Context: an optimization exercise on an open-source flow, tuned for small area, a short achievable clock period and few clock cycles. The choices shown serve that exercise and are no tape-out recipe.
At most, simulation tests tie the RTL to the original design; equivalence was not proved.
Only the layout flow was run in run 3; the RTL was not checked for function there.
Power is estimated from default activity; no workload was simulated.

==> flow/design.v <==
module clp_core (
    input  wire        clk,
    input  wire        rst,           
    input  wire        start,         
    output wire        ready,
    output wire        done,          
    output wire        err,           
    input  wire [31:0] tick,          
    input  wire [3:0]  sys_bits,      
    output wire [17:0] imem_addr,
    input  wire [31:0] imem_rdata,
    output wire [15:0] d_addr,
    input  wire        i_bit,
    input  wire [1:0]  i_bit_q,
    input  wire [31:0] iw_data,
    input  wire [1:0]  iw_q,
    input  wire        q_bit,
    input  wire [31:0] qw_data,
    output wire        q_we,
    output wire        q_wbit,
    output wire        qw_we,
    output wire [31:0] qw_wdata
);
    localparam OP_NOP   = 6'h00, OP_LD    = 6'h01, OP_AND   = 6'h02, OP_OR    = 6'h03,
               OP_XOR   = 6'h04, OP_NOT   = 6'h05, OP_BOPEN = 6'h06, OP_BCLOSE= 6'h07,
               OP_ST    = 6'h08, OP_SET   = 6'h09, OP_RST   = 6'h0A, OP_PEDGE = 6'h0B,
               OP_NEDGE = 6'h0C,
               OP_TON   = 6'h10, OP_TOF   = 6'h11, OP_TP    = 6'h12, OP_TPRE  = 6'h13,
               OP_TRST  = 6'h14, OP_CTU   = 6'h15, OP_CTD   = 6'h16, OP_CRST  = 6'h17,
               OP_CLD   = 6'h18, OP_CPRE  = 6'h19,
               OP_LDW   = 6'h20, OP_LDKH  = 6'h21, OP_STW   = 6'h22, OP_STWC  = 6'h23,
               OP_ADD   = 6'h24, OP_SUB   = 6'h25, OP_MUL   = 6'h26, OP_DIV   = 6'h27,
               OP_ANDW  = 6'h28, OP_ORW   = 6'h29, OP_XORW  = 6'h2A, OP_SHL   = 6'h2B,
               OP_SHR   = 6'h2C, OP_CMP   = 6'h2D,
               OP_JMP   = 6'h3C, OP_JC    = 6'h3D, OP_JNC   = 6'h3E, OP_END   = 6'h3F;
    localparam SP_I = 4'd0, SP_Q = 4'd1, SP_M = 4'd2, SP_T = 4'd3, SP_C = 4'd4,
               SP_IW = 4'd5, SP_QW = 4'd6, SP_DW = 4'd7, SP_SB = 4'd8, SP_K = 4'd9,
               SP_IQ = 4'd10, SP_WQ = 4'd11;
    localparam MD_IDLE = 2'd0, MD_MUL = 2'd1, MD_NORM = 2'd2, MD_DIV = 2'd3;
    localparam NM = 64;    
    localparam NDW = 16;   
    localparam NT = 4;     
    localparam NC = 4;     
    reg        running;
    reg [17:0] pc1;           
    reg [31:0] ir;
    reg        j_jmp, j_c, j_nc;    
    reg [3:0]  t_sel;               
    reg [3:0]  c_sel;               
    reg        ba;
    reg [31:0] wa;
    reg        err_r;
    reg [31:0] s_tick;
    reg [3:0]  sb;
    reg [2:0]  stk [0:15];    
    reg [3:0]  sp;
    reg [NM-1:0] m;
    reg [31:0]   dw [0:NDW-1];
    reg [NT-1:0] t_run, t_q, t_last;
    reg [31:0]   t_start [0:NT-1];    
    reg [29:0]   t_et    [0:NT-1];    
    reg [30:0]   t_pt    [0:NT-1];
    reg [31:0]   c_cv    [0:NC-1];
    reg [31:0]   c_pv    [0:NC-1];
    reg [NC-1:0] c_lu, c_ld;
    reg [1:0]  md;
    reg [31:0] xr;            
    reg [31:0] yr;            
    reg [4:0]  cnt;
    reg        neg;
    assign ready = !running;
    assign err   = err_r;
    wire [5:0]  op    = ir[31:26];
    wire [3:0]  space = ir[25:22];
    wire        n     = ir[21];
    wire [4:0]  sub   = ir[20:16];
    wire [15:0] a     = ir[15:0];
    wire [17:0] tgt   = ir[17:0];
    assign d_addr = a;
    assign done   = running && (op == OP_END);
    wire [5:0] ma = a[5:0];
    wire [3:0] wi = a[3:0];
    wire [1:0] ti = a[1:0];
    wire [1:0] ci = a[1:0];
    wire ex = running && (md == MD_IDLE);
    wire [31:0] cv_i = ({32{c_sel[0]}} & c_cv[0]) |
                         ({32{c_sel[1]}} & c_cv[1]) |
                         ({32{c_sel[2]}} & c_cv[2]) |
                         ({32{c_sel[3]}} & c_cv[3]);
    wire [31:0] pv_i = ({32{c_sel[0]}} & c_pv[0]) |
                         ({32{c_sel[1]}} & c_pv[1]) |
                         ({32{c_sel[2]}} & c_pv[2]) |
                         ({32{c_sel[3]}} & c_pv[3]);
    wire [31:0] start_i = ({32{t_sel[0]}} & t_start[0]) |
                         ({32{t_sel[1]}} & t_start[1]) |
                         ({32{t_sel[2]}} & t_start[2]) |
                         ({32{t_sel[3]}} & t_start[3]);
    wire [29:0] et_i = ({30{t_sel[0]}} & t_et[0]) |
                         ({30{t_sel[1]}} & t_et[1]) |
                         ({30{t_sel[2]}} & t_et[2]) |
                         ({30{t_sel[3]}} & t_et[3]);
    wire [30:0] pt_i = ({31{t_sel[0]}} & t_pt[0]) |
                         ({31{t_sel[1]}} & t_pt[1]) |
                         ({31{t_sel[2]}} & t_pt[2]) |
                         ({31{t_sel[3]}} & t_pt[3]);
    wire        run_i   = |(t_run & t_sel);
    wire        q_i     = |(t_q & t_sel);
    wire        last_i  = |(t_last & t_sel);
    wire        lu_i    = |(c_lu & c_sel);
    wire        ld_i    = |(c_ld & c_sel);
    reg bit_raw;
    always @(*) begin
        case (space)
            SP_I:  bit_raw = i_bit;
            SP_Q:  bit_raw = q_bit;
            SP_M:  bit_raw = m[ma];
            SP_T:  bit_raw = q_i;
            SP_C:  bit_raw = ($signed(cv_i) >= $signed(pv_i));
            SP_SB: begin
                case (a[2:0])
                    3'd0: bit_raw = sb[0];
                    3'd1: bit_raw = sb[1];
                    3'd2: bit_raw = sb[2];
                    3'd3: bit_raw = err_r;
                    3'd4: bit_raw = sb[3];
                    default: bit_raw = 1'b0;
                endcase
            end
            SP_IQ: bit_raw = sub[{1'b0, i_bit_q}];
            SP_WQ: bit_raw = sub[{1'b0, iw_q}];
            default: bit_raw = 1'b0;
        endcase
    end
    wire b = bit_raw ^ n;
    reg [31:0] w;
    always @(*) begin
        case (space)
            SP_IW: w = iw_data;
            SP_QW: w = qw_data;
            SP_DW: w = dw[wi];
            SP_T:  w = {2'b00, et_i};
            SP_C:  w = cv_i;
            SP_K:  w = {{16{a[15]}}, a};
            default: w = 32'd0;
        endcase
    end
    wire eq = (wa == w);
    wire lt = ($signed(wa) < $signed(w));
    reg  rel;
    always @(*) begin
        case (sub[2:0])
            3'd0: rel = eq;
            3'd1: rel = !eq;
            3'd2: rel = !lt && !eq;
            3'd3: rel = !lt;
            3'd4: rel = lt;
            3'd5: rel = lt || eq;
            default: rel = 1'b0;
        endcase
    end
    wire [31:0] addsub = (op == OP_SUB) ? wa - w : wa + w;
    wire [31:0] mul_acc = wa + xr * yr[7:0];
    wire [31:0] n_abs = wa[31] ? -wa : wa;
    wire [31:0] d_abs = xr[31] ? -xr : xr;
    reg  [5:0]  lz_n, lz_d;
    integer j;
    always @(*) begin
        lz_n = 6'd32;
        lz_d = 6'd32;
        for (j = 0; j < 32; j = j + 1) begin
            if (n_abs[j]) lz_n = 6'd31 - j[5:0];
            if (d_abs[j]) lz_d = 6'd31 - j[5:0];
        end
    end
    wire [6:0]  kdiff = {1'b0, lz_d} - {1'b0, lz_n};
    wire [31:0] d_al  = d_abs << kdiff[4:0];
    wire [32:0] rem_t = {1'b0, yr} - {1'b0, xr};
    wire        qbit  = !rem_t[32];
    wire [31:0] q_nx  = {wa[30:0], qbit};
    wire is_mul  = (op == OP_MUL);
    wire is_div  = (op == OP_DIV);
    wire w_zero  = (w == 32'd0);
    wire div_ovf = (wa == 32'h8000_0000) && (w == 32'hFFFF_FFFF);
    reg stall;
    always @(*) begin
        case (md)
            MD_IDLE: stall = (is_mul || is_div) && !w_zero && !(is_div && div_ovf);
            MD_MUL:  stall = (yr[31:8] != 24'd0);
            MD_NORM: stall = !kdiff[6];
            default: stall = (cnt != 5'd0);
        endcase
    end
    reg        wa_we;
    reg [31:0] wa_nx;
    always @(*) begin
        wa_we = 1'b1;
        wa_nx = 32'd0;
        case (md)
            MD_MUL:  wa_nx = mul_acc;
            MD_NORM: wa_nx = 32'd0;
            MD_DIV:  wa_nx = stall ? q_nx : (neg ? -q_nx : q_nx);
            default: begin
                case (op)
                    OP_LDW:  wa_nx = w;
                    OP_LDKH: wa_nx = {a, wa[15:0]};
                    OP_ADD, OP_SUB: wa_nx = addsub;
                    OP_MUL:  wa_nx = 32'd0;
                    OP_DIV:  begin
                        wa_nx = 32'd0;
                        wa_we = w_zero;
                    end
                    OP_ANDW: wa_nx = wa & w;
                    OP_ORW:  wa_nx = wa | w;
                    OP_XORW: wa_nx = wa ^ w;
                    OP_SHL:  wa_nx = wa << sub;
                    OP_SHR:  wa_nx = wa >> sub;
                    default: wa_we = 1'b0;
                endcase
                if (!running) wa_we = 1'b0;
            end
        endcase
    end
    wire is_ton = (op == OP_TON);
    wire is_tof = (op == OP_TOF);
    wire is_tp  = (op == OP_TP);
    wire t_op   = is_ton || is_tof || is_tp;
    wire t_started = (is_ton && ba && !run_i) ||
                     (is_tof && !ba && q_i && !run_i) ||
                     (is_tp && ba && !run_i && !last_i);
    wire [32:0] t_el33 = {1'b0, s_tick} - {1'b0, start_i};
    wire [31:0] t_el   = t_el33[31:0];
    wire        t_bw   = t_el33[32];
    wire [34:0] x_a    = {3'b000, s_tick};
    wire [34:0] x_b    = ~{3'b000, start_i};
    wire [34:0] x_c    = ~{2'b00, pt_i, 2'b00};
    wire [34:0] x_s    = x_a ^ x_b ^ x_c;
    wire [34:0] x_k    = {(x_a[33:0] & x_b[33:0]) | (x_a[33:0] & x_c[33:0]) |
                          (x_b[33:0] & x_c[33:0]), 1'b1};
    wire [35:0] x_sum  = {x_s, 1'b1} + {x_k, 1'b1};       
    wire [2:0]  x_top  = x_sum[35:33] + {2'b00, t_bw};
    wire        t_ge   = t_started ? (pt_i == 31'd0) : !x_top[2];
    reg tn_run, tn_q;
    always @(*) begin
        tn_run = run_i;
        tn_q   = q_i;
        if (is_ton) begin
            tn_run = ba;
            tn_q   = ba && t_ge;
        end else if (is_tof) begin
            if (ba) begin
                tn_run = 1'b0; tn_q = 1'b1;
            end else if (q_i) begin
                tn_run = !t_ge; tn_q = !t_ge;
            end
        end else begin
            if (t_started) begin
                tn_run = 1'b1; tn_q = 1'b1;
            end
            if ((run_i || t_started) && t_ge) begin
                tn_run = 1'b0; tn_q = 1'b0;
            end
        end
    end
    wire [29:0] t_el4 = t_started ? 30'd0 : t_el[31:2];
    wire        t_clr = (is_ton && !ba) || (is_tof && ba) || (op == OP_TRST && ba);
    wire [29:0] et_nx = tn_run ? (t_ge ? pt_i[29:0] : t_el4) : et_i;
    wire is_ctu = (op == OP_CTU);
    wire is_ctd = (op == OP_CTD);
    wire c_step = ba && (is_ctu ? (!lu_i && cv_i != 32'h7FFF_FFFF)
                                : (!ld_i && cv_i != 32'h8000_0000));
    wire [31:0] cv_step = cv_i + (is_ctu ? 32'd1 : 32'hFFFF_FFFF);
    wire jsel = running && (j_jmp || (j_c && ba) || (j_nc && !ba));
    assign imem_addr = jsel ? tgt : pc1;
    wire st_bit = (op == OP_ST) || ((op == OP_SET || op == OP_RST) && ba);
    wire st_val = (op == OP_ST) ? (ba ^ n) : (op == OP_SET);
    wire st_wrd = (op == OP_STW) || (op == OP_STWC && ba);
    assign q_we     = running && space == SP_Q && st_bit;
    assign q_wbit   = st_val;
    assign qw_we    = running && space == SP_QW && st_wrd;
    assign qw_wdata = wa;
    wire m_edge = (op == OP_PEDGE) || (op == OP_NEDGE);
    wire m_wen  = ex && ((space == SP_M && st_bit) || m_edge);
    wire m_wd   = (m_edge ? ba : st_val) && !rst;
    genvar g;
    generate
        for (g = 0; g < NM; g = g + 1) begin : mf
            always @(posedge clk)
                if (rst || (m_wen && ma == g)) m[g] <= m_wd;
        end
    endgenerate
    wire        dw_wen = ex && space == SP_DW && st_wrd;
    wire [31:0] dw_wd  = wa & {32{!rst}};
    generate
        for (g = 0; g < NDW; g = g + 1) begin : dwf
            always @(posedge clk)
                if (rst || (dw_wen && wi == g)) dw[g] <= dw_wd;
        end
    endgenerate
    wire        tpre_wen  = ex && op == OP_TPRE && ba;
    wire [30:0] pt_wd     = (wa[31] ? 31'd0 : wa[30:0]) & {31{!rst}};
    wire        tst_wen   = ex && (t_op || (op == OP_TRST && ba));
    wire [29:0] et_wd     = (t_clr ? 30'd0 : et_nx) & {30{!rst}};
    wire        start_wen = ex && t_started;
    generate
        for (g = 0; g < NT; g = g + 1) begin : tf
            always @(posedge clk) begin
                if (rst || (tpre_wen && t_sel[g])) t_pt[g] <= pt_wd;
                if (rst || (tst_wen && t_sel[g])) begin
                    t_et[g]  <= et_wd;
                    t_run[g] <= tn_run && t_op && !rst;
                    t_q[g]   <= tn_q && t_op && !rst;
                end
                if (rst || (tst_wen && t_op && t_sel[g]))
                    t_last[g] <= (is_tp ? ba : last_i) && !rst;
                if (start_wen && t_sel[g])
                    t_start[g] <= s_tick;
            end
        end
    endgenerate
    wire        cv_wen = ex && ((is_ctu || is_ctd) ? c_step
                                 : ((op == OP_CRST || op == OP_CLD) && ba));
    wire [31:0] cv_wd  = ((is_ctu || is_ctd) ? cv_step : (op == OP_CLD ? wa : 32'd0))
                         & {32{!rst}};
    wire        pv_wen = ex && op == OP_CPRE && ba;
    wire [31:0] pv_wd  = wa & {32{!rst}};
    generate
        for (g = 0; g < NC; g = g + 1) begin : cf
            always @(posedge clk) begin
                if (rst || (cv_wen && c_sel[g])) c_cv[g] <= cv_wd;
                if (rst || (pv_wen && c_sel[g])) c_pv[g] <= pv_wd;
                if (rst || (ex && is_ctu && c_sel[g])) c_lu[g] <= ba && !rst;
                if (rst || (ex && is_ctd && c_sel[g])) c_ld[g] <= ba && !rst;
            end
        end
    endgenerate
    wire stk_wen = ex && op == OP_BOPEN;
    generate
        for (g = 0; g < 16; g = g + 1) begin : sf
            always @(posedge clk)
                if (stk_wen && sp == g) stk[g] <= {sub[1:0], ba};
        end
    endgenerate
    wire [2:0] stk_top = stk[sp - 4'd1];
    reg ba_nx;
    always @(*) begin
        case (op)
            OP_LD:     ba_nx = b;
            OP_AND:    ba_nx = ba & b;
            OP_OR:     ba_nx = ba | b;
            OP_XOR:    ba_nx = ba ^ b;
            OP_NOT:    ba_nx = ~ba;
            OP_BOPEN:  ba_nx = (sub[1:0] == 2'd0);
            OP_BCLOSE: begin
                case (stk_top[2:1])
                    2'd0:    ba_nx = stk_top[0] & ba;
                    2'd1:    ba_nx = stk_top[0] | ba;
                    default: ba_nx = stk_top[0] ^ ba;
                endcase
            end
            OP_PEDGE:  ba_nx = ba & ~m[ma];
            OP_NEDGE:  ba_nx = ~ba & m[ma];
            OP_TON, OP_TOF, OP_TP: ba_nx = tn_q;
            OP_CMP:    ba_nx = rel ^ n;
            default:   ba_nx = ba;
        endcase
    end
    wire [5:0] nx_op  = imem_rdata[31:26];
    wire [3:0] nx_sp  = imem_rdata[25:22];
    wire       nx_jmp = (nx_op == OP_JMP);
    wire       nx_jc  = (nx_op == OP_JC);
    wire       nx_jnc = (nx_op == OP_JNC);
    wire       nx_t   = (nx_sp == SP_T) || (nx_op >= OP_TON && nx_op <= OP_TRST);
    wire       nx_c   = (nx_sp == SP_C) || (nx_op >= OP_CTU && nx_op <= OP_CPRE);
    wire [3:0] nx_sel = 4'd1 << imem_rdata[1:0];
    always @(posedge clk) begin
        if (rst) begin
            running <= 1'b0;
            pc1    <= 18'd0;
            ir     <= 32'd0;
            j_jmp  <= 1'b0;
            j_c    <= 1'b0;
            j_nc   <= 1'b0;
            t_sel  <= 4'd0;
            c_sel  <= 4'd0;
            ba     <= 1'b1;
            wa     <= 32'd0;
            err_r  <= 1'b0;
            s_tick <= 32'd0;
            sb     <= 4'd0;
            sp     <= 4'd0;
            md     <= MD_IDLE;
            xr     <= 32'd0;
            yr     <= 32'd0;
            cnt    <= 5'd0;
            neg    <= 1'b0;
        end else if (!running) begin
            if (start) begin
                running <= 1'b1;
                pc1    <= 18'd1;
                ir     <= imem_rdata;
                j_jmp  <= nx_jmp;
                j_c    <= nx_jc;
                j_nc   <= nx_jnc;
                if (nx_t) t_sel <= nx_sel;
                if (nx_c) c_sel <= nx_sel;
                ba     <= 1'b1;
                wa     <= 32'd0;
                sp     <= 4'd0;
                err_r  <= 1'b0;
                s_tick <= tick;
                sb     <= sys_bits;
            end
        end else begin
            if (!stall) begin
                pc1   <= (op == OP_END) ? 18'd0 : imem_addr + 18'd1;
                ir    <= imem_rdata;
                j_jmp <= nx_jmp;
                j_c   <= nx_jc;
                j_nc  <= nx_jnc;
                if (nx_t) t_sel <= nx_sel;
                if (nx_c) c_sel <= nx_sel;
            end
            if (wa_we) wa <= wa_nx;
            case (md)
                MD_MUL: begin
                    xr <= {xr[23:0], 8'd0};
                    yr <= {8'd0, yr[31:8]};
                    if (!stall) md <= MD_IDLE;
                end
                MD_NORM: begin
                    xr  <= d_al;
                    yr  <= n_abs;
                    cnt <= kdiff[4:0];
                    neg <= wa[31] ^ xr[31];
                    md  <= stall ? MD_DIV : MD_IDLE;
                end
                MD_DIV: begin
                    if (qbit) yr <= rem_t[31:0];
                    xr  <= {1'b0, xr[31:1]};
                    cnt <= cnt - 5'd1;
                    if (!stall) md <= MD_IDLE;
                end
                default: begin
                    ba <= ba_nx;
                    case (op)
                        OP_BOPEN:  sp <= sp + 4'd1;
                        OP_BCLOSE: sp <= sp - 4'd1;
                        OP_MUL: begin
                            xr <= wa;
                            yr <= w;
                            if (!w_zero) md <= MD_MUL;
                        end
                        OP_DIV: begin
                            if (w_zero || div_ovf)
                                err_r <= 1'b1;
                            else begin
                                xr <= w;
                                md <= MD_NORM;
                            end
                        end
                        OP_END:  running <= 1'b0;
                        default: ;
                    endcase
                end
            endcase
        end
    end
endmodule
==> flow/flow/run.sh <==
#!/bin/bash
# The standard layout, with ORFS's timing repair asked to leave 9 ns of
# setup slack at the design's 15 ns clock (the SDC is unchanged), so that
# repair_timing works the paths down towards 6 ns.
set -euo pipefail
cd "$(dirname "$0")/.."
bash standard.sh SETUP_SLACK_MARGIN=9 finish > flow_standard.log 2>&1
==> flow/standard.sh <==
#!/bin/bash
# synth_recipe.tcl (not shown) runs the flow's synth.tcl, then flattens the netlist and writes it again
# the make line also repeats each setting of config.mk as NAME=value (left out here)
make -C /OpenROAD-flow-scripts/flow DESIGN_CONFIG=/design/flow/config.mk WORK_HOME=/design/flow/orfs CLKGATE_MAP_FILE= SYNTH_SCRIPT=/design/flow/synth_recipe.tcl "${@:-finish}"
==> flow/config.mk <==
export PLATFORM = sky130hd
export DESIGN_NAME = clp_core
export DESIGN_NICKNAME = clp_core
export VERILOG_FILES = /design/flow/design.v
export SDC_FILE = /design/flow/constraint.sdc
export NUM_CORES = 4
export LEC_CHECK = 0
export CAP_MARGIN = 20
export CORE_MARGIN = 2
export CORE_UTILIZATION = 40
export SLEW_MARGIN = 20
==> flow/constraint.sdc <==
create_clock -name core_clock -period 15.0 [get_ports {clk}]
set_input_delay 3.0000 -clock core_clock [delete_from_list [all_inputs] [get_ports {clk}]]
set_output_delay 3.0000 -clock core_clock [all_outputs]
set_load 0.01 [all_outputs]
==> flow_summary.json, run 1 <==
{
  "startpoint": "qw_data[6]",
  "grt_max_degree": 131,
  "start_util_pct": 40.2,
  "finalSetupViolCount": 0,
  "dp_hpwl_mm": 283,
  "critPathSlowestCell": "a222oi_1",
  "crit_buf_inv": 2,
  "utilization_pct": 48.7,
  "endpoint_kind": "flop",
  "hold_viol_final": 0,
  "post-route-period-util_pct": 44.0,
  "status": "timing/DRC/antenna clean",
  "clk_path_buf_depth": 3,
  "crit_path_frequent_cell": "o31ai_4",
  "ys.flop_type": "edfxtp_1",
  "slew_headroom_pct": 8.92,
  "htree_levels": 4,
  "synth_edf_count": 1272,
  "cp_data_required_time_ns": 15.74,
  "worst_pin_slew_ns": 1.37,
  "fin_crit_ns": 6.60,
  "cts_buffers": 160,
  "postSynthCellCount": 8254,
  "drc": 0,
  "p_per_area_nw_per_um2": 109,
  "ant_nets": 0,
  "critPathKind": "in2reg",
  "die_area_um2": 227000,
  "core_um2": 222000,
  "cts_tree": "done",
  "syn_avg_cell_area_um2": 10.8,
  "via_count": 76300,
  "async_reset_ff_share_pct": 0,
  "synth_nets": 8941,
  "drv_slew": 0,
  "clockRootBuffer": "clkbuf_16",
  "crit_path_max_incr_delay_ns": 0.86,
  "crit_fanout": 6,
  "synth_area_um2": 89200,
  "cts_sinks": 1480,
  "antenna_found_initial": 27,
  "syn2layout_area_growth_pct": 21.1,
  "rows": 173,
  "finalNetCount": 9326,
  "synthDistinctLibCells": 115,
  "overflow": 0,
  "track_usage_pct": 34.6,
  "ys_seq_area_share_pct": 47.5,
  "io_buffers": 212,
  "clk_pin_slew_ns": 0.07,
  "drive_gt1_share_pct": 19.3,
  "fmax_mhz": 152,
  "path_cells": "buf_6, a222oi_1, o211ai_1, buf_4, nor2_4, ha_4, o31a_1, a31oi_4, o31ai_4, o211a_4, o31ai_4, mux2_4, a21oi_2, xor2_1, a211o_1, o32a_1",
  "ys_top_cells_by_area": "edfxtp_1 43%, fa_1 5.0%, dfxtp_1 4.7%, ha_1 4.6%, mux2i_1 3.4%",
  "grt_first_pass_wirelength_mm": 561,
  "wl_mm": 411,
  "grt_pass1_vias": 71500,
  "die_y_um": 476,
  "die_w_um": 476,
  "vias_per_cell": 6.49,
  "start_kind": "input port",
  "rsz0062_at_grt": "yes",
  "first_pass_iters": 9,
  "setup_tns_ns": 0,
  "yosys.area.top_type": "edfxtp_1",
  "drt_iter0_drc": 11200,
  "critical_path_arrival_ns": 7.34,
  "critical-path-top-delay-family": "compound AO/OA/AOI/OAI gates",
  "worst_ir_drop_vdd_uv": 103,
  "skew_ns": 0.0515,
  "io_pins": 213,
  "min_from": "j_c",
  "ys_ff_latch": 1480,
  "clk_latency_ns": 0.87,
  "gp_congestion": 1.04,
  "nFillCells": 20000,
  "cts_hold_buf": 0,
  "yosys.area.top_type_share_pct": 42.8,
  "multi_input_area_um2": 46700,
  "reg2reg_from": "ir[0]",
  "post_drt_wl_per_cell_um": 34.9,
  "hold_class": "reg2reg",
  "leakagePower_nw": 39.6,
  "drv_cap": 0,
  "regArea_um2": 42500,
  "ys_warn_count": 8
}
## routing by layer
layer / up-vias / global-route usage, % / wire length [um]
met1: 38400 / 45.3 / 158000
met3: 1073 / 8.62 / 45200
met4: 6 / 22.2 / 31000
met5: - / 0 / 29
met2: 4952 / 51.1 / 176000
li1: 31900 / - / -
## final timing paths
path / to / slack, ns / cells after the start
worst min-delay path: j_c / 0.46 / 2
worst max-delay path: ba / 8.40 / 16
worst min register to register: j_c / 0.46 / 2
worst max register to register: ba / 8.56 / 17
## cell type report
type | count | area share [%]
Sequential cell | 1480 | 39.3
Clock buffer | 204 | 3.94
Tap cell | 2975 | 3.45
Multi-Input combinational cell | 5758 | 43.3
Timing Repair Buffer | 824 | 7.47
Inverter | 415 | 1.53
Antenna cell | 19 | 0.0440
Clock inverter | 86 | 0.963
## power by group
group,total (mW),internal (mW),switching [mW]
clock,4.09,2.30,1.79
sequential,4.78,4.68,0.100
combinational,2.94,1.03,1.90
total,11.8,8.02,3.79
## cell usage in the layout, fill, tap and decap left out, types with 41 or more instances in the layout
cell / instances
a211oi_1: 99
a21o_1: 94
a21oi_1: 428
a21oi_2: 41
a221oi_1: 121
a22o_1: 157
a22oi_1: 189
a31oi_1: 67
and2_1: 115
buf_12: 49
buf_4: 450
buf_6: 73
clkbuf_16: 172
clkdlybuf4s50_1: 170
dfxtp_1: 152
edfxtp_1: 1272
fa_1: 218
ha_1: 285
inv_1: 361
mux2_2: 43
mux2i_1: 285
mux4_2: 68
nand2_1: 786
nand2b_1: 72
nand3_1: 115
nand4_1: 62
nor2_1: 464
nor2_2: 41
nor3_1: 140
nor4_1: 48
o211ai_1: 55
o21a_1: 41
o21ai_0: 316
o22ai_1: 95
or3_1: 45
xnor2_1: 149
xor2_1: 48
## metrics by stage
stage                     setup WS, ns  std cells  hold slack (ns)  instance area, um^2  power, mW
after floorplan                   8.45       8254            0.428                89300       6.27
after global placement            6.38      11200            0.441                95400       7.23
after detailed placement          6.30      11200            0.441                95500       7.24
after CTS                         8.27      11600            0.454               105000       11.6
after global routing              8.33      11700            0.487               108000       12.1
final                             8.40      11800            0.456               108000       11.8
## synthesized netlist by cell type, types with 22 or more instances
cell type,n
clkbuf_1,413
xnor2_1,188
nand3_1,122
buf_4,37
o31ai_1,64
a21o_1,95
a222oi_1,32
nor2_1,525
o211ai_1,55
buf_2,53
o22ai_1,103
a21oi_1,482
mux2i_1,301
and2_1,121
edfxtp_1,1272
mux2_2,46
a22o_1,157
ha_1,325
nand3b_1,36
o21a_1,42
a221oi_1,171
a221o_1,26
o221ai_1,29
mux4_2,68
or3_1,54
xor2_1,52
and3_1,37
inv_1,389
buf_6,22
dfxtp_1,208
a211oi_1,140
a22oi_1,190
buf_1,75
nor3_1,159
a31oi_1,72
fa_1,221
nand2_1,797
nor2b_1,44
nor4_1,56
o21bai_1,26
nand2b_1,77
o21ai_0,374
nand4_1,62
## worst register-to-register path: stages (launching register included)
cell,delay (ns)
dfxtp_4,0.42
buf_16,0.29
buf_4,0.58
nand2b_2,0.57
a21oi_1,0.10
a2111oi_1,0.73
a31oi_1,0.51
nor2_4,0.38
ha_1,0.37
nor4_2,0.46
nand2_1,0.12
o211a_4,0.28
o31ai_4,0.22
mux2_4,0.40
a21oi_2,0.19
xor2_1,0.09
a211o_1,0.31
o32a_1,0.34
## cell families (layout without fill, tap and decap cells)
| kind of cell | Yosys count | count (layout) | share of synthesized area, % |
|---|---|---|---|
| AO/OA/AOI/OAI | 2327 | 2327 | 18.3 |
| AND/OR/NAND/NOR | 2222 | 2223 | 11.9 |
| flip-flops | 1480 | 1480 | 47.5 |
| buffers and inverters | 1017 | 1529 | 4.70 |
| adder cells (fa/ha/maj) | 546 | 546 | 9.52 |
| multiplexers | 422 | 422 | 5.76 |
| XOR/XNOR | 240 | 240 | 2.36 |
| other | 0 | 19 | 0 |
## state kept, by name, summed over array words and instances (netlist names), 48 cells and up
signal,count
c_cv,128
c_pv,128
dw,512
m,64
stk,48
t_et,120
t_pt,124
t_start,128
## timing repair
| item | CTS | global route |
|---|---|---|
| resized for setup | 689 | 387 |
| buffers inserted | 177 | 103 |
| pin swaps | 198 | 181 |
| gates cloned | 7 | 9 |
| endpoints found under the setup margin | 281 | 270 |
Testbench counts, summed over its fixed seeds: cycles 225,251.
==> inputs of run 2 (changes only) <==
==> flow/run.sh (new file) <==
#!/bin/bash
# synth_recipe.tcl (not shown) runs the flow's synth.tcl, then flattens the netlist and writes it again
# the make line also repeats each setting of config.mk as NAME=value (left out here)
make -C /OpenROAD-flow-scripts/flow DESIGN_CONFIG=/design/flow/config.mk WORK_HOME=/design/flow/orfs CLKGATE_MAP_FILE= SYNTH_SCRIPT=/design/flow/synth_recipe.tcl finish
removed: flow/flow/run.sh
removed: flow/standard.sh
==> run 2 against run 1 <==
Effect of this change: cell count is 2.3% lower; flip-flop and latch count did not move; combinational power shrank 17%.
==> flow_summary.json, run 2 <==
{
  "status": "timing/DRC/antenna clean",
  "cts_hold_buf": 0,
  "drt_iter0_drc": 10500,
  "reg2reg_slack_ns": 6.72,
  "ys_ff_latch": 1480,
  "seqPwrFrac_pct": 43.1,
  "htree_levels": 4,
  "switching_share_pct": 31.8,
  "crit_buf_inv": 3,
  "vias_per_cell": 6.45,
  "p_sw_mw": 3.53,
  "finalNetCount": 9052,
  "io_pins": 213,
  "ys.flop_type": "edfxtp_1",
  "crit_fanout": 51,
  "combPwrFrac_pct": 22.0,
  "slew_headroom_pct": 8.13,
  "post_cts_resized": 0,
  "setup_tns_ns": 0,
  "io_buffers": 212,
  "critical-path-top-delay-family": "simple AND/OR/NAND/NOR gates",
  "final_cell_mix": "1272 x edfxtp_1, 797 x nand2_1, 495 x nor2_1, 480 x a21oi_1, 388 x inv_1",
  "cts_tree": "done",
  "core_um2": 222000,
  "synth_most_common_cell": "edfxtp_1",
  "multi_input_area_um2": 43200,
  "clockRootBuffer": "clkbuf_16",
  "p_per_area_nw_per_um2": 110,
  "whs_path_depth": 2,
  "skew_ns": 0.0492,
  "synthTopCellsByCount": "1272 x edfxtp_1, 797 x nand2_1, 525 x nor2_1",
  "reg2regPathDepth": 26,
  "syn_avg_cell_area_um2": 10.8,
  "startpoint": "wa[0]",
  "cp.depth": 26,
  "critPathKind": "reg2reg",
  "drv_slew": 0,
  "ys_top_cells_by_area": "edfxtp_1 43%, fa_1 5.0%, dfxtp_1 4.7%, ha_1 4.6%, mux2i_1 3.4%",
  "grt_pass1_vias": 70100,
  "async_reset_ff_share_pct": 0,
  "nFillCells": 20600,
  "finalSetupViolCount": 0,
  "clk_pin_slew_ns": 0.07,
  "post-route-period-util_pct": 55.2,
  "grt_first_pass_wirelength_mm": 548,
  "largest_register": "dw",
  "synth_area_um2": 89200,
  "hold_viol_final": 0,
  "start_util_pct": 40.2,
  "grt_max_degree": 126,
  "syn2layout_area_growth_pct": 12.9,
  "cp_data_required_time_ns": 15.75,
  "rsz0062_at_grt": "no",
  "cts_buffers": 160,
  "leakagePower_nw": 36.9,
  "wl_mm": 396,
  "start_kind": "flop",
  "fmax_mhz": 121,
  "gp_congestion": 1.01,
  "fin_crit_ns": 8.28,
  "rows": 173,
  "antenna_found_initial": 31,
  "cts_sinks": 1480,
  "crit_path_max_incr_delay_ns": 0.77,
  "worst_slack_ns": 6.72,
  "ys_seq_area_share_pct": 47.5,
  "via_count": 74100,
  "hold_class": "reg2reg",
  "p_clk_share_pct": 35.0,
  "drc": 0,
  "synth_edf_count": 1272,
  "die_y_um": 476,
  "layout.cells.most_common": "edfxtp_1",
  "clk_path_buf_depth": 3,
  "die_w_um": 476,
  "die_area_um2": 227000,
  "postCtsSetupRepairBufs": 0,
  "track_usage_pct": 33.8,
  "worst_pin_slew_ns": 1.38,
  "largest_reg_flops": 512,
  "regArea_um2": 42400,
  "endpoint_kind": "flop",
  "critical_path_arrival_ns": 9.03,
  "clk_latency_ns": 0.85,
  "synthDistinctLibCells": 115,
  "drive_gt1_share_pct": 10.3,
  "first_pass_iters": 7,
  "dp_hpwl_mm": 284,
  "synth_nets": 8941,
  "ys_warn_count": 8,
  "ant_nets": 0,
  "reg2reg_from": "wa[0]",
  "drv_cap": 0,
  "yosys.area.top_type_share_pct": 42.8,
  "overflow": 0,
  "postSynthCellCount": 8254,
  "worst_ir_drop_vdd_uv": 107,
  "intPower_mw": 7.59,
  "critPathSlowestCell": "a21oi_2",
  "post_drt_wl_per_cell_um": 34.5,
  "post-place-ws_ns": 6.05,
  "yosys.area.top_type": "edfxtp_1",
  "min_from": "pc1[13]"
}
## run 2: path summary, 6_finish.rpt
check,endpoint
setup / recovery,pc1[8]
hold / removal,pc1[13]
setup reg to reg,pc1[8]
hold reg to reg,pc1[13]
## run 2: layout make-up
| type | instances | area share (%) |
|---|---|---|
| diodes | 14 | 0.0348 |
| clock buffers | 212 | 4.25 |
| clock inverters | 82 | 0.778 |
| inverters | 415 | 1.55 |
| multi-input cells | 5757 | 42.9 |
| flip-flops and latches | 1480 | 42.1 |
| well taps | 2975 | 3.70 |
| repair buffers | 551 | 4.68 |
## run 2: cell families (layout without fill, tap and decap cells)
kind of cell	count (synthesis)	in the layout	share of synthesized area, %
other	0	14	0
flip-flops	1480	1480	47.5
buffers and inverters	1017	1260	4.70
adder cells (fa/ha/maj)	546	546	9.52
multiplexers	422	422	5.76
AND/OR/NAND/NOR	2222	2222	11.9
XOR/XNOR	240	240	2.36
AO/OA/AOI/OAI	2327	2327	18.3
## run 2: per-layer routing
metal  vias to the layer above  wire [um]  GRT usage (%)
met5                         -         80              0
met4                        14      28100           21.0
met3                       909      43000           8.36
met2                      4551     171000           50.4
met1                     37300     153000           44.0
li1                      31400          -              -
## run 2: metrics by stage
step	hold WS [ns]	cell area, um^2	instances	utilization, %	power, mW
after floorplan	0.428	89200	8254	-	6.26
after global placement	0.435	95500	11200	43.0	7.21
after detailed placement	0.445	95500	11200	43.1	7.23
after CTS	0.451	101000	11500	45.3	11.1
after global routing	0.477	101000	11500	45.4	11.4
final	0.449	101000	11500	45.4	11.1
## run 2: tightest hold or removal path, stage by stage, from the launching register on
cell     delay [ns]
dfxtp_1        0.31
nand2_1        0.05
a21oi_1        0.05
## run 2: power groups by stage
stage	clock network [mW]	logic [mW]	registers, mW
2_1_floorplan	0	1.43	4.83
3_3_place_gp	0	2.35	4.86
3_5_place_dp	0	2.36	4.87
4_1_cts	3.93	2.37	4.79
5_1_grt	4.08	2.54	4.80
6_report	3.89	2.44	4.79
==> inputs of run 3 (changes only) <==
--- a/flow/design.v
+++ b/flow/design.v
@@ -42,11 +42,8 @@
     localparam NT = 4;     
     localparam NC = 4;     
     reg        running;
-    reg [17:0] pc1;           
+    reg [17:0] pc;            
     reg [31:0] ir;
-    reg        j_jmp, j_c, j_nc;    
-    reg [3:0]  t_sel;               
-    reg [3:0]  c_sel;               
     reg        ba;
     reg [31:0] wa;
     reg        err_r;
@@ -83,31 +80,16 @@
     wire [1:0] ti = a[1:0];
     wire [1:0] ci = a[1:0];
     wire ex = running && (md == MD_IDLE);
-    wire [31:0] cv_i = ({32{c_sel[0]}} & c_cv[0]) |
-                         ({32{c_sel[1]}} & c_cv[1]) |
-                         ({32{c_sel[2]}} & c_cv[2]) |
-                         ({32{c_sel[3]}} & c_cv[3]);
-    wire [31:0] pv_i = ({32{c_sel[0]}} & c_pv[0]) |
-                         ({32{c_sel[1]}} & c_pv[1]) |
-                         ({32{c_sel[2]}} & c_pv[2]) |
-                         ({32{c_sel[3]}} & c_pv[3]);
-    wire [31:0] start_i = ({32{t_sel[0]}} & t_start[0]) |
-                         ({32{t_sel[1]}} & t_start[1]) |
-                         ({32{t_sel[2]}} & t_start[2]) |
-                         ({32{t_sel[3]}} & t_start[3]);
-    wire [29:0] et_i = ({30{t_sel[0]}} & t_et[0]) |
-                         ({30{t_sel[1]}} & t_et[1]) |
-                         ({30{t_sel[2]}} & t_et[2]) |
-                         ({30{t_sel[3]}} & t_et[3]);
-    wire [30:0] pt_i = ({31{t_sel[0]}} & t_pt[0]) |
-                         ({31{t_sel[1]}} & t_pt[1]) |
-                         ({31{t_sel[2]}} & t_pt[2]) |
-                         ({31{t_sel[3]}} & t_pt[3]);
-    wire        run_i   = |(t_run & t_sel);
-    wire        q_i     = |(t_q & t_sel);
-    wire        last_i  = |(t_last & t_sel);
-    wire        lu_i    = |(c_lu & c_sel);
-    wire        ld_i    = |(c_ld & c_sel);
+    wire [31:0] cv_i    = c_cv[ci];
+    wire [31:0] pv_i    = c_pv[ci];
+    wire [31:0] start_i = t_start[ti];
+    wire [29:0] et_i    = t_et[ti];
+    wire [30:0] pt_i    = t_pt[ti];
+    wire        run_i   = t_run[ti];
+    wire        q_i     = t_q[ti];
+    wire        last_i  = t_last[ti];
+    wire        lu_i    = c_lu[ci];
+    wire        ld_i    = c_ld[ci];
     reg bit_raw;
     always @(*) begin
         case (space)
@@ -227,18 +209,9 @@
     wire t_started = (is_ton && ba && !run_i) ||
                      (is_tof && !ba && q_i && !run_i) ||
                      (is_tp && ba && !run_i && !last_i);
-    wire [32:0] t_el33 = {1'b0, s_tick} - {1'b0, start_i};
-    wire [31:0] t_el   = t_el33[31:0];
-    wire        t_bw   = t_el33[32];
-    wire [34:0] x_a    = {3'b000, s_tick};
-    wire [34:0] x_b    = ~{3'b000, start_i};
-    wire [34:0] x_c    = ~{2'b00, pt_i, 2'b00};
-    wire [34:0] x_s    = x_a ^ x_b ^ x_c;
-    wire [34:0] x_k    = {(x_a[33:0] & x_b[33:0]) | (x_a[33:0] & x_c[33:0]) |
-                          (x_b[33:0] & x_c[33:0]), 1'b1};
-    wire [35:0] x_sum  = {x_s, 1'b1} + {x_k, 1'b1};       
-    wire [2:0]  x_top  = x_sum[35:33] + {2'b00, t_bw};
-    wire        t_ge   = t_started ? (pt_i == 31'd0) : !x_top[2];
+    wire [31:0] t_el  = s_tick - start_i;
+    wire        t_ge  = t_started ? (pt_i == 31'd0)
+                                  : ({1'b0, t_el} >= {pt_i, 2'b00});
     reg tn_run, tn_q;
     always @(*) begin
         tn_run = run_i;
@@ -269,8 +242,9 @@
     wire c_step = ba && (is_ctu ? (!lu_i && cv_i != 32'h7FFF_FFFF)
                                 : (!ld_i && cv_i != 32'h8000_0000));
     wire [31:0] cv_step = cv_i + (is_ctu ? 32'd1 : 32'hFFFF_FFFF);
-    wire jsel = running && (j_jmp || (j_c && ba) || (j_nc && !ba));
-    assign imem_addr = jsel ? tgt : pc1;
+    wire taken = (op == OP_JMP) || (op == OP_JC && ba) || (op == OP_JNC && !ba);
+    wire [17:0] npc = taken ? tgt : pc + 18'd1;
+    assign imem_addr = running ? npc : 18'd0;
     wire st_bit = (op == OP_ST) || ((op == OP_SET || op == OP_RST) && ba);
     wire st_val = (op == OP_ST) ? (ba ^ n) : (op == OP_SET);
     wire st_wrd = (op == OP_STW) || (op == OP_STWC && ba);
@@ -304,15 +278,15 @@
     generate
         for (g = 0; g < NT; g = g + 1) begin : tf
             always @(posedge clk) begin
-                if (rst || (tpre_wen && t_sel[g])) t_pt[g] <= pt_wd;
-                if (rst || (tst_wen && t_sel[g])) begin
+                if (rst || (tpre_wen && ti == g)) t_pt[g] <= pt_wd;
+                if (rst || (tst_wen && ti == g)) begin
                     t_et[g]  <= et_wd;
                     t_run[g] <= tn_run && t_op && !rst;
                     t_q[g]   <= tn_q && t_op && !rst;
                 end
-                if (rst || (tst_wen && t_op && t_sel[g]))
+                if (rst || (tst_wen && t_op && ti == g))
                     t_last[g] <= (is_tp ? ba : last_i) && !rst;
-                if (start_wen && t_sel[g])
+                if (start_wen && ti == g)
                     t_start[g] <= s_tick;
             end
         end
@@ -326,10 +300,10 @@
     generate
         for (g = 0; g < NC; g = g + 1) begin : cf
             always @(posedge clk) begin
-                if (rst || (cv_wen && c_sel[g])) c_cv[g] <= cv_wd;
-                if (rst || (pv_wen && c_sel[g])) c_pv[g] <= pv_wd;
-                if (rst || (ex && is_ctu && c_sel[g])) c_lu[g] <= ba && !rst;
-                if (rst || (ex && is_ctd && c_sel[g])) c_ld[g] <= ba && !rst;
+                if (rst || (cv_wen && ci == g)) c_cv[g] <= cv_wd;
+                if (rst || (pv_wen && ci == g)) c_pv[g] <= pv_wd;
+                if (rst || (ex && is_ctu && ci == g)) c_lu[g] <= ba && !rst;
+                if (rst || (ex && is_ctd && ci == g)) c_ld[g] <= ba && !rst;
             end
         end
     endgenerate
@@ -364,24 +338,11 @@
             default:   ba_nx = ba;
         endcase
     end
-    wire [5:0] nx_op  = imem_rdata[31:26];
-    wire [3:0] nx_sp  = imem_rdata[25:22];
-    wire       nx_jmp = (nx_op == OP_JMP);
-    wire       nx_jc  = (nx_op == OP_JC);
-    wire       nx_jnc = (nx_op == OP_JNC);
-    wire       nx_t   = (nx_sp == SP_T) || (nx_op >= OP_TON && nx_op <= OP_TRST);
-    wire       nx_c   = (nx_sp == SP_C) || (nx_op >= OP_CTU && nx_op <= OP_CPRE);
-    wire [3:0] nx_sel = 4'd1 << imem_rdata[1:0];
     always @(posedge clk) begin
         if (rst) begin
             running <= 1'b0;
-            pc1    <= 18'd0;
+            pc     <= 18'd0;
             ir     <= 32'd0;
-            j_jmp  <= 1'b0;
-            j_c    <= 1'b0;
-            j_nc   <= 1'b0;
-            t_sel  <= 4'd0;
-            c_sel  <= 4'd0;
             ba     <= 1'b1;
             wa     <= 32'd0;
             err_r  <= 1'b0;
@@ -396,13 +357,8 @@
         end else if (!running) begin
             if (start) begin
                 running <= 1'b1;
-                pc1    <= 18'd1;
+                pc     <= 18'd0;
                 ir     <= imem_rdata;
-                j_jmp  <= nx_jmp;
-                j_c    <= nx_jc;
-                j_nc   <= nx_jnc;
-                if (nx_t) t_sel <= nx_sel;
-                if (nx_c) c_sel <= nx_sel;
                 ba     <= 1'b1;
                 wa     <= 32'd0;
                 sp     <= 4'd0;
@@ -412,13 +368,8 @@
             end
         end else begin
             if (!stall) begin
-                pc1   <= (op == OP_END) ? 18'd0 : imem_addr + 18'd1;
-                ir    <= imem_rdata;
-                j_jmp <= nx_jmp;
-                j_c   <= nx_jc;
-                j_nc  <= nx_jnc;
-                if (nx_t) t_sel <= nx_sel;
-                if (nx_c) c_sel <= nx_sel;
+                pc <= npc;
+                ir <= imem_rdata;
             end
             if (wa_we) wa <= wa_nx;
             case (md)
==> run 3 against run 2 <==
Effect of this change: still clean; count of clock-buffer cells in the layout is 12 lower; via count shrank 0.96%; wire length fell by 3.1%; clock skew increased by 0.0093 ns; non-clock buffer count down 12; synthesized cell count is 2.9% lower; setup slack got worse by 0.33 ns; largest power group unchanged.
==> flow_summary.json, run 3 <==
{
  "status": "timing/DRC/antenna clean",
  "cts_buffers": 158,
  "io_buffers": 212,
  "postCtsSetupRepairBufs": 0,
  "die_w_um": 477,
  "core_um2": 223000,
  "io_pins": 213,
  "worst_pin_slew_ns": 1.25,
  "layout.cells.non_filler": 11300,
  "start_util_pct": 40.3,
  "yosys.area.top_type": "edfxtp_1",
  "critPathSlowestCell": "o31ai_1",
  "leakagePower_nw": 36.6,
  "final_cell_mix": "1272 x edfxtp_1, 725 x nand2_1, 513 x nor2_1, 455 x inv_1, 412 x a21oi_1",
  "cts_sinks": 1469,
  "switching_share_pct": 32.2,
  "cp_data_required_time_ns": 15.71,
  "synth_area_um2": 89600,
  "cts_tree": "done",
  "synth_nets": 8669,
  "overflow": 0,
  "clk_pin_slew_ns": 0.06,
  "intPower_mw": 7.92,
  "antenna_found_initial": 35,
  "post-place-ws_ns": 6.03,
  "finalSetupViolCount": 0,
  "post-route-period-util_pct": 57.4,
  "wl_mm": 383,
  "largest_reg_flops": 512,
  "place_inst": 10900,
  "critical_path_arrival_ns": 9.32,
  "synthDistinctLibCells": 110,
  "p_total_mw": 11.7,
  "worst_ir_drop_vdd_uv": 103,
  "first_pass_iters": 8,
  "combPwrFrac_pct": 24.1,
  "async_reset_ff_share_pct": 0,
  "crit_fanout": 26,
  "dp_hpwl_mm": 271,
  "p_clk_share_pct": 34.8,
  "endpoint_kind": "flop",
  "drc": 0,
  "final_area_um2": 102000,
  "worst_slack_ns": 6.39,
  "clk_latency_ns": 0.86,
  "fmax_mhz": 116,
  "drive_gt1_share_pct": 13.4,
  "rows": 173,
  "placed_area_um2": 96200,
  "cts_hold_buf": 0,
  "crit_path_frequent_cell": "buf_4",
  "critPathKind": "reg2reg",
  "fin_crit_ns": 8.61,
  "grt_max_degree": 106,
  "holdWs_ns": 0.457,
  "htree_levels": 4,
  "path_cells": "buf_4, buf_4, or2_2, buf_4, nor2_1, a222oi_1, o2111ai_1, a21oi_4, ha_1, inv_1, a221oi_1, o21ai_0, a221oi_1, nor4b_1, o211ai_1, nand3_1, a21oi_1, o31ai_1, xnor2_1, o21ai_1",
  "clockRootBuffer": "clkbuf_16",
  "gp_congestion": 1.04,
  "nFillCells": 20600,
  "setup_tns_ns": 0,
  "post_cts_resized": 0,
  "ys_ff_latch": 1469,
  "syn2layout_area_growth_pct": 13.4,
  "p_per_area_nw_per_um2": 115,
  "post_drt_wl_per_cell_um": 34.1,
  "p_sw_mw": 3.75,
  "hold_viol_final": 0,
  "ys.flop_type": "edfxtp_1",
  "synth_most_common_cell": "edfxtp_1",
  "largest_register": "dw",
  "crit_path_max_incr_delay_ns": 0.98,
  "yosys.area.top_type_share_pct": 42.6,
  "drt_iter0_drc": 10300,
  "skew_ns": 0.0585,
  "slew_headroom_pct": 16.4,
  "hold_class": "reg2reg",
  "layout.cells.most_common": "edfxtp_1",
  "drv_cap": 0,
  "drv_slew": 0,
  "ys_top_cells_by_area": "edfxtp_1 43%, mux4_2 7.0%, ha_1 4.5%, dfxtp_1 4.4%, fa_1 4.3%",
  "vias_per_cell": 6.52,
  "synthTopCellsByCount": "1272 x edfxtp_1, 727 x nand2_1, 543 x nor2_1",
  "finalNetCount": 8790,
  "utilization_pct": 45.7,
  "die_y_um": 477,
  "syn_avg_cell_area_um2": 11.2,
  "rsz0062_at_grt": "no",
  "ys_seq_area_share_pct": 47.0,
  "start_kind": "flop",
  "die_area_um2": 228000,
  "seqPwrFrac_pct": 41.1,
  "clk_path_buf_depth": 3,
  "postSynthCellCount": 8015,
  "ant_nets": 0,
  "grt_first_pass_wirelength_mm": 536,
  "synth_edf_count": 1272,
  "ys_warn_count": 8,
  "track_usage_pct": 32.8,
  "via_count": 73400,
  "grt_pass1_vias": 69900
}
run 3: kinds of logic (layout without fill, tap and decap cells):
logic type	Yosys count	after routing	synth area share, %
XOR/XNOR	260	260	2.54
other	0	15	0
flip-flops	1469	1469	47.0
AND/OR/NAND/NOR	2227	2227	11.9
AO/OA/AOI/OAI	1959	1959	15.1
adder cells (fa/ha/maj)	513	513	8.76
buffers and inverters	1056	1309	4.88
multiplexers	531	531	9.88
run 3: layout make-up:
class	instances	area, um^2	area share [%]
Timing Repair Buffer	539	4660	4.59
Inverter	478	1800	1.77
Antenna cell	15	37.5	0.0369
Tap cell	2975	3720	3.66
Sequential cell	1469	42200	41.5
Clock buffer	200	4270	4.20
Multi-Input combinational cell	5490	43900	43.2
Clock inverter	92	1070	1.05
run 3: power groups by stage:
stage,combinational [mW],clock [mW],sequential (mW)
finish,2.81,4.06,4.80
global route,2.93,4.25,4.82
CTS,2.72,4.09,4.80
detailed placement,2.71,0,4.88
global placement,2.71,0,4.87
floorplan,1.66,0,4.85
run 3: worst paths after layout:
| path | startpoint | to | slack (ns) | cells after the start |
|---|---|---|---|---|
| setup / recovery | ir[1] | ba | 6.39 | 20 |
| hold / removal | sb[0] | sb[0] | 0.46 | 2 |
| setup reg to reg | ir[1] | ba | 6.39 | 20 |
| hold reg to reg | sb[0] | sb[0] | 0.46 | 2 |
run 3: critical path, delay by kind of cell (launching register included):
family | cells | cell delay (ns)
adder cells (fa/ha/maj) | 1 | 0.43
buffers and inverters | 4 | 1.59
AO/OA/AOI/OAI | 10 | 3.81
XOR/XNOR | 1 | 0.22
flip-flops | 1 | 0.87
AND/OR/NAND/NOR | 4 | 1.41
run 3: layer usage:
metal / up-vias / GRT usage (%) / part of all wire [%]
met2: 4749 / 48.9 / 44
met5: - / 0 / 0.039
met3: 1023 / 7.96 / 11
met4: 20 / 19.9 / 7.2
met1: 37100 / 43.0 / 38
li1: 30500 / - / -

==> re-timing with driven ports <==
In the flow no input, the clock included, has a driving cell. The finished layouts below were timed again as built, in two steps. Step 1, drivers: a clkbuf_16 drives clk and a buf_2 each remaining input, both assumed. Step 2 times the ports against the registers' clock, not the clock port: input delays grow and output delays shrink by t, the midpoint of the rising clock arrivals with the driver on. a / b / c = ideal / step 1 / step 2; a / b = the first two.
run	shift t [ns]	setup WS [ns]	hold WS [ns]	worst data-port slew with drivers (ns)
run 1	0.936	8.402 / 8.461 / 7.525	0.456 / 0.456 / 0.456	0.14
run 2	0.919	6.719 / 6.719 / 5.919	0.449 / 0.449 / 0.449	0.14
run 3	0.924	6.387 / 6.387 / 5.805	0.457 / 0.457 / 0.457	0.07
After both steps setup and hold are still met in every run listed. The setup slack of run 1, which loses most, moves by +0.059 ns with the drivers and by -0.877 ns with both steps.
